From an optimization exercise on the open Yosys and OpenROAD flow, aimed at small area, a short achievable clock period and few clock cycles per item; shortcuts taken in it are not production practice. The RTL was checked by simulation tests, not by an equivalence proof against the original design. The flow treats the clock pin as an ideal source, which a real chip does not have. Power figures rest on the tool's default switching activity, not on a simulated workload.

## ras_strip_enc
module ras_strip_enc #(
    parameter MAXW = 32                  
) (
    input  wire        clk,
    input  wire        rst,              
    input  wire        in_valid,
    output wire        in_ready,
    input  wire [15:0] in_data,          
    input  wire        in_sof,           
    input  wire        in_eof,           
    input  wire [4:0]  cfg_depth,        
    input  wire        cfg_mosaic,       
    input  wire [5:0]  cfg_width,        
    output wire        out_valid,
    input  wire        out_ready,
    output wire [7:0]  out_data,
    output wire        out_last          
);
    localparam ESC = 24;
    reg         adv;                     
    reg         fresh;                   
    reg         rdy;                     
    assign in_ready = rdy;
    always @(posedge clk)
        fresh <= rst;
    integer i;
    reg         v1;
    reg [15:0]  x1r;                     
    reg         sof1, eof1;
    reg [4:0]   depth1;
    reg         mos1;
    reg [5:0]   w1;
    reg [7:0]   hmask1;                  
    reg [5:0]   col1;
    reg [1:0]   row1;                    
    reg         odd1;
    wire        take    = adv & !fresh & in_valid;      
    wire        wrap1   = (col1 + 6'd1 == w1);
    always @(posedge clk) begin
        if (rst)
            v1 <= 1'b0;
        else if (adv)
            v1 <= take;
        if (take) begin
            x1r  <= in_data;
            sof1 <= in_sof;
            eof1 <= in_eof;
            if (in_sof) begin
                depth1 <= cfg_depth;
                mos1   <= cfg_mosaic;
                w1     <= cfg_width;
                for (i = 0; i < 8; i = i + 1)
                    hmask1[i] <= (cfg_depth > i + 8);
                col1   <= 6'd0;
                row1   <= 2'd0;
                odd1   <= 1'b0;
            end else if (wrap1) begin
                col1   <= 6'd0;
                row1   <= (row1 == 2'd2) ? 2'd2 : row1 + 2'd1;
                odd1   <= ~odd1;
  ...
For scale: ~3200 flip-flops, ~45 I/O pins, about 130000 µm² of cells after synthesis.
==> flow/config.mk <==
export PLATFORM = sky130hd
export DESIGN_NAME = ras_strip_enc
export DESIGN_NICKNAME = ras_strip_enc
export VERILOG_FILES = /design/flow/design.v
export SDC_FILE = /design/flow/constraint.sdc
export NUM_CORES = 8
export LEC_CHECK = 0
export CAP_MARGIN = 30
export CORE_MARGIN = 2
export CORE_UTILIZATION = 55
export CTS_BUF_LIST = sky130_fd_sc_hd__clkbuf_4 sky130_fd_sc_hd__clkbuf_8 sky130_fd_sc_hd__clkbuf_16
export CTS_CLUSTER_DIAMETER = 80
export CTS_CLUSTER_SIZE = 25
export SLEW_MARGIN = 40
==> flow/constraint.sdc <==
create_clock -name core_clock -period 18.0 [get_ports {clk}]
set_input_delay 3.6000 -clock core_clock [delete_from_list [all_inputs] [get_ports {clk}]]
set_output_delay 3.6000 -clock core_clock [all_outputs]
set_load 0.01 [all_outputs]
standard.sh (not shown) runs the stock make flow with config.mk's settings and CLKGATE_MAP_FILE= SYNTH_SCRIPT=/design/flow/synth_recipe.tcl, a recipe that flattens the netlist after the stock synthesis.
==> flow/flow/run.sh <==
#!/bin/bash
# The standard layout (standard.sh: the standard flow's synthesis and ORFS flow, all
# steps), with one change to how it is made: the buffers that ORFS puts on
# every input and output port are buf_4 cells (BUFFER_PORTS_ARGS).
# Each step's output goes to a log file of its own in this folder.
set -euo pipefail
export BUFFER_PORTS_ARGS="-buffer_cell sky130_fd_sc_hd__buf_4"
bash standard.sh synth > synth.log 2>&1
bash standard.sh floorplan > floorplan.log 2>&1
bash standard.sh place > place.log 2>&1
bash standard.sh cts > cts.log 2>&1
bash standard.sh route > route.log 2>&1
bash standard.sh finish > finish.log 2>&1
Testbench counts at the start, summed over its fixed seeds: cycles 135,486, items 127,122.
Change:
--- a/flow/config.mk
+++ b/flow/config.mk
@@ -8,5 +8,5 @@
 export CAP_MARGIN = 30
 export CORE_MARGIN = 2
-export CORE_UTILIZATION = 55
+export CORE_UTILIZATION = 45
 export CTS_BUF_LIST = sky130_fd_sc_hd__clkbuf_4 sky130_fd_sc_hd__clkbuf_8 sky130_fd_sc_hd__clkbuf_16
 export CTS_CLUSTER_DIAMETER = 80
What happened: The new run ran to the end with no violations. Synthesized area does not change. Worst setup slack degrades by 0.014 ns. Via count is lower slightly.
Change:
==> flow/flow/run.sh (replaced) <==
#!/bin/bash
# The standard layout (standard.sh: the standard flow's synthesis and ORFS flow, all
# steps), with three changes to how it is made, none to the constraints:
#  - the buffers that ORFS puts on every input and output port are buf_4
#    cells (BUFFER_PORTS_ARGS);
#  - clock tree synthesis puts its buffers at most 150 um apart along the
#    tree (CTS_BUF_DISTANCE), which shortens the clock's insertion delay
#    alike for every register;
#  - after clock tree synthesis, io_cells.tcl gives the output ports' buffers
#    and the flip-flops that drive them a stronger drive (same cell types).
# Each step's output goes to a log file of its own in this folder.
set -euo pipefail
export BUFFER_PORTS_ARGS="-buffer_cell sky130_fd_sc_hd__buf_4"
export CTS_BUF_DISTANCE=150
export POST_CTS_TCL="$PWD/flow/io_cells.tcl"
bash standard.sh synth > synth.log 2>&1
bash standard.sh floorplan > floorplan.log 2>&1
bash standard.sh place > place.log 2>&1
bash standard.sh cts > cts.log 2>&1
bash standard.sh route > route.log 2>&1
bash standard.sh finish > finish.log 2>&1
==> flow/flow/io_cells.tcl (new file) <==
# Faster cells on the paths to the output ports: each output port's buffer
# becomes a buf_8, and a plain flip-flop that drives such a buffer gets the
# strongest drive of its kind (same cell type, so the same register).
set block [ord::get_db_block]
set changed 0
foreach bterm [$block getBTerms] {
  if {[$bterm getIoType] != "OUTPUT"} { continue }
  set net [$bterm getNet]
  foreach iterm [$net getITerms] {
    if {![$iterm isOutputSignal]} { continue }
    set buf [$iterm getInst]
    set bm [[$buf getMaster] getName]
    if {[string match "sky130_fd_sc_hd__buf_*" $bm] && $bm != "sky130_fd_sc_hd__buf_8"} {
      replace_cell [$buf getName] sky130_fd_sc_hd__buf_8
      incr changed
    }
    foreach bin [$buf getITerms] {
      if {![$bin isInputSignal]} { continue }
      set n2 [$bin getNet]
      if {$n2 == "NULL"} { continue }
      foreach it2 [$n2 getITerms] {
        if {![$it2 isOutputSignal]} { continue }
        set ff [$it2 getInst]
        set fm [[$ff getMaster] getName]
        if {[regexp {^sky130_fd_sc_hd__dfxtp_[12]$} $fm]} {
          replace_cell [$ff getName] sky130_fd_sc_hd__dfxtp_4
          incr changed
        }
      }
    }
  }
}
puts "io_cells: $changed cells replaced"
detailed_placement
--- a/flow/config.mk
+++ b/flow/config.mk
@@ -8,5 +8,5 @@
 export CAP_MARGIN = 30
 export CORE_MARGIN = 2
-export CORE_UTILIZATION = 45
+export CORE_UTILIZATION = 50
 export CTS_BUF_LIST = sky130_fd_sc_hd__clkbuf_4 sky130_fd_sc_hd__clkbuf_8 sky130_fd_sc_hd__clkbuf_16
 export CTS_CLUSTER_DIAMETER = 80
Outcome: The changed run ran to the end with no violations; clock power rose slightly; setup slack gains 0.16 ns; area after synthesis does not change; cell area hardly moves; sequential share of layout area stays flat; total power rises slightly; final cell count fell by a few percent; hold slack degrades by 0.010 ns; first-iteration DRC count went down slightly.
Change:
==> flow/flow/run.sh (replaced) <==
#!/bin/bash
# The standard layout (standard.sh: the standard flow's synthesis and ORFS flow, all
# steps), with two changes to how it is made, none to the constraints:
#  - the buffers that ORFS puts on every input and output port are buf_4
#    cells (BUFFER_PORTS_ARGS);
#  - after clock tree synthesis, io_cells.tcl gives the output ports' buffers
#    and the flip-flops that drive them a stronger drive (same cell types).
# Each step's output goes to a log file of its own in this folder.
set -euo pipefail
export BUFFER_PORTS_ARGS="-buffer_cell sky130_fd_sc_hd__buf_4"
export POST_CTS_TCL="$PWD/flow/io_cells.tcl"
bash standard.sh synth > synth.log 2>&1
bash standard.sh floorplan > floorplan.log 2>&1
bash standard.sh place > place.log 2>&1
bash standard.sh cts > cts.log 2>&1
bash standard.sh route > route.log 2>&1
bash standard.sh finish > finish.log 2>&1
After rerunning: The new run completed without violations; utilization stays flat; wire length hardly moves; worst setup slack degrades by 0.090 ns; non-clock buffer count went up by 2; clock skew fell by 0.024 ns; final area is about the same.

## re-timing with driven ports
How much do the figures lean on ideal ports? The routed layouts below were timed once more, with nothing changed but the port constraints.
Step 1, drivers: a clkbuf_16 drives clk and a buf_2 each remaining input, both assumed.
Step 2, shift: input delay + t, output delay - t, t = (earliest + latest rising clock arrival at the registers) / 2. This alone moves slack from input paths to output paths.
Slacks: ideal / step 1 / step 2; pairs: ideal / step 1.
run | t, ns | setup slack, ns | worst setup path after step 2
the first run | 0.968 | 12.986 / 12.895 / 12.664 | input to register
the second run | 0.942 | 12.972 / 12.875 / 12.572 | input to register
the third run | 0.893 | 13.131 / 13.039 / 12.356 | input to register
the fourth run | 0.953 | 13.041 / 12.944 / 12.376 | input to register
After both steps every run listed still meets setup and hold. For the third run, which loses most, drivers alone change the setup slack by -0.092 ns; drivers and shift together by -0.775 ns.
